This is an optimization exercise on Yosys and OpenROAD, whose aim is small area and a short achievable clock period, not a production implementation. Only simulation tests tie the RTL to the original design; equivalence was not proved. Power is estimated from default activity; no workload was simulated.

==> flow/design.v (excerpt) <==
module glade_shf (
    input  wire        clk,
    input  wire        rst,
    input  wire        trig,
    input  wire [3:0]  op,
    input  wire [63:0] a,
    input  wire [63:0] bsrc,
    input  wire [63:0] t,
    output reg  [63:0] q,
    output reg         err
);
Size: ~2400 cells after synthesis, roughly 65 flip-flops, roughly 0.015 mm2 of cells after synthesis.
export LEC_CHECK = 0
export ABC_AREA = 1
export CAP_MARGIN = 30
export CORE_MARGIN = 2
export CORE_UTILIZATION = 40
export PLACE_DENSITY = 0.5
export SETUP_SLACK_MARGIN = 5
export SLEW_MARGIN = 35
export SYNTH_HIERARCHICAL = 1
export SYNTH_MINIMUM_KEEP_SIZE = 0
create_clock -name core_clock -period 11.0 [get_ports {clk}]
standard.sh (not shown) runs the stock make flow with config.mk's settings and CLKGATE_MAP_FILE= SYNTH_SCRIPT=/design/flow/synth_recipe.tcl, a recipe that flattens the netlist after the stock synthesis.
==> flow/flow/run.sh <==
#!/bin/bash
# The standard layout (standard.sh, all ORFS steps to finish) with two changes:
# - synthesis is ORFS's synth.tcl run by synth_recipe.tcl as usual, except that
#   abc maps the rotator, trailing-zero count and field-sign modules
#   (glade_shf_rot, glade_shf_ctz, glade_shf_sign) with flow/abc_rot.script
#   (area-oriented amap) and the other modules with ORFS's own abc script;
#   registers are mapped before abc, so they are the standard synthesis's;
# - the buffers that buffer_ports puts on every input and output port are
#   sky130_fd_sc_hd__buf_1 cells rather than the resizer's default choice
#   (clkdlybuf4s50_1, a slow delay cell); the timing repair can still resize them.
# make's output goes to flow_make.log; each ORFS step logs under orfs/logs/.
set -euo pipefail
here=$(pwd)
amap_mods="glade_shf_rot glade_shf_ctz glade_shf_sign"
other_mods="glade_shf glade_shf_popc glade_shf_cnt4"
sed "s#^\( *\)log_cmd abc {\*}\$abc_args\$#\1log_cmd abc {*}[lreplace \$abc_args 1 1 $here/flow/abc_rot.script] $amap_mods\n\1log_cmd abc {*}\$abc_args $other_mods#" \
  "$FLOW_HOME/scripts/synth.tcl" > my_synth_core.tcl
grep -q "abc_rot.script\] $amap_mods" my_synth_core.tcl
grep -q "abc_args $other_mods" my_synth_core.tcl
sed "s#source \$::env(SCRIPTS_DIR)/synth.tcl#source $here/my_synth_core.tcl#" synth_recipe.tcl > my_synth.tcl
grep -q "my_synth_core.tcl" my_synth.tcl
sed "s#SYNTH_SCRIPT=[^ ]*#SYNTH_SCRIPT=$here/my_synth.tcl#" standard.sh > my_standard.sh
grep -q "SYNTH_SCRIPT=$here/my_synth.tcl" my_standard.sh
export BUFFER_PORTS_ARGS="-buffer_cell sky130_fd_sc_hd__buf_1"
bash my_standard.sh > flow_make.log 2>&1
==> flow/flow/abc_rot.script <==
strash
dch
amap -m
topo
stime -c
buffer -c
upsize -c
dnsize -c
Edit:
- PLACE_DENSITY: 0.5 -> 0.6
Effect: The new run completed with no timing, DRC or antenna violations. Wire length went down by 2.3%. Power fell by about 5%. Global-route usage goes down by 0.73 points. Count of clock-buffer cells in the layout fell by 2. Combinational power shrinks by about 5%. Clock skew is unchanged. Clock power drops by 8.8%.
Edit:
--- a/flow/flow/run.sh
+++ b/flow/flow/run.sh
@@ -4,3 +4,3 @@
-#   abc maps the rotator, trailing-zero count and field-sign modules
-#   (glade_shf_rot, glade_shf_ctz, glade_shf_sign) with flow/abc_rot.script
-#   (area-oriented amap) and the other modules with ORFS's own abc script;
+#   abc maps every module but the population count (glade_shf_popc) with
+#   flow/abc_rot.script (amap, weighted towards area) and glade_shf_popc with
+#   ORFS's own abc script;
@@ -14,2 +14,2 @@
-amap_mods="glade_shf_rot glade_shf_ctz glade_shf_sign"
-other_mods="glade_shf glade_shf_popc glade_shf_cnt4"
+amap_mods="glade_shf_rot glade_shf_ctz glade_shf_sign glade_shf_cnt4 glade_shf"
+other_mods="glade_shf_popc"
==> flow/flow/abc_rot.script (replaced) <==
strash
dch
amap -m -Q 3
topo
stime -c
buffer -c
upsize -c
dnsize -c
Effect:
- fmax shrinks by 1.2%
- worst hold slack is better by 33 ps
- final area shrinks by 5.2%
- die area shrinks by 6.6%
- sequential share of layout area grows by 0.43 points
- first-iteration DRC count shrinks by 5.5%
- cell count shrinks by 19%
Edit:
--- a/flow/flow/run.sh
+++ b/flow/flow/run.sh
@@ -4,4 +4,5 @@
-#   abc maps every module but the population count (glade_shf_popc) with
-#   flow/abc_rot.script (amap, weighted towards area) and glade_shf_popc with
-#   ORFS's own abc script;
-#   registers are mapped before abc, so they are the standard synthesis's;
+#   abc maps the rotator, trailing-zero count, field-sign and nibble-count
+#   modules with flow/abc_blocks.script (area-only amap), the top module with
+#   flow/abc_top.script (amap weighted towards area) and the population count
+#   (glade_shf_popc) with ORFS's own abc script; registers are mapped before
+#   abc, so they are the standard synthesis's;
@@ -14 +15,2 @@
-amap_mods="glade_shf_rot glade_shf_ctz glade_shf_sign glade_shf_cnt4 glade_shf"
+block_mods="glade_shf_rot glade_shf_ctz glade_shf_sign glade_shf_cnt4"
+top_mods="glade_shf"
@@ -16 +18 @@
-sed "s#^\( *\)log_cmd abc {\*}\$abc_args\$#\1log_cmd abc {*}[lreplace \$abc_args 1 1 $here/flow/abc_rot.script] $amap_mods\n\1log_cmd abc {*}\$abc_args $other_mods#" \
+sed "s#^\( *\)log_cmd abc {\*}\$abc_args\$#\1log_cmd abc {*}[lreplace \$abc_args 1 1 $here/flow/abc_blocks.script] $block_mods\n\1log_cmd abc {*}[lreplace \$abc_args 1 1 $here/flow/abc_top.script] $top_mods\n\1log_cmd abc {*}\$abc_args $other_mods#" \
@@ -18 +20,2 @@
-grep -q "abc_rot.script\] $amap_mods" my_synth_core.tcl
+grep -q "abc_blocks.script\] $block_mods" my_synth_core.tcl
+grep -q "abc_top.script\] $top_mods" my_synth_core.tcl
==> flow/flow/abc_blocks.script (new file) <==
strash
dch
amap -m
topo
stime -c
buffer -c
upsize -c
dnsize -c
==> flow/flow/abc_top.script (new file) <==
strash
dch
amap -m -Q 3
topo
stime -c
buffer -c
upsize -c
dnsize -c
removed: flow/flow/abc_rot.script
- The new run completed with no timing, DRC or antenna violations
- clock skew does not change
- design area rose by 0.35%
- power rose by 5.0%
- wire length fell by 2.4%
- setup slack gets better by 21 ps
- sequential power is about the same
- first-iteration DRC count rose by 17%
- flip-flop and latch count is unchanged
- area after synthesis fell by 0.54%
- die area fell by 0.53%

[afterwards: timing with drivers on the ports]
The flow's constraints put no driver on any port. The routed layouts listed below were extracted and timed again, unchanged, in two steps. Step 1 (the two cells are an assumption about what drives the block):
set clk [get_ports {clk}]
set_driving_cell -lib_cell sky130_fd_sc_hd__clkbuf_16 $clk
set_driving_cell -lib_cell sky130_fd_sc_hd__buf_2 [delete_from_list [all_inputs] $clk]
Step 2 moves the port delays by t, midway between the first and last clock arrival at a register: inputs arrive t later, outputs are due t later. That takes back most of the time a late clock gives input paths. a / b / c = ideal ports / drivers / drivers and shift; a / b = the first two.
run | t (ns) | setup WS [ns] | worst setup path after step 2 | worst slew at a driven data input, ns | pins driven straight from the clock port
the first run | 0.424 | 4.962 / 4.993 / 4.569 | input to register | 0.06 | 1
the second run | 0.411 | 5.050 / 5.077 / 4.665 | input to register | 0.06 | 1
the third run | 0.395 | 4.979 / 5.003 / 4.608 | input to register | 0.09 | 1
the fourth run | 0.399 | 5.000 / 5.013 / 4.614 | input to register | 0.06 | 1
After both steps every run listed still meets setup and hold. The setup slack of the first run, which loses most, moves by +0.031 ns with the drivers and by -0.393 ns with both steps.
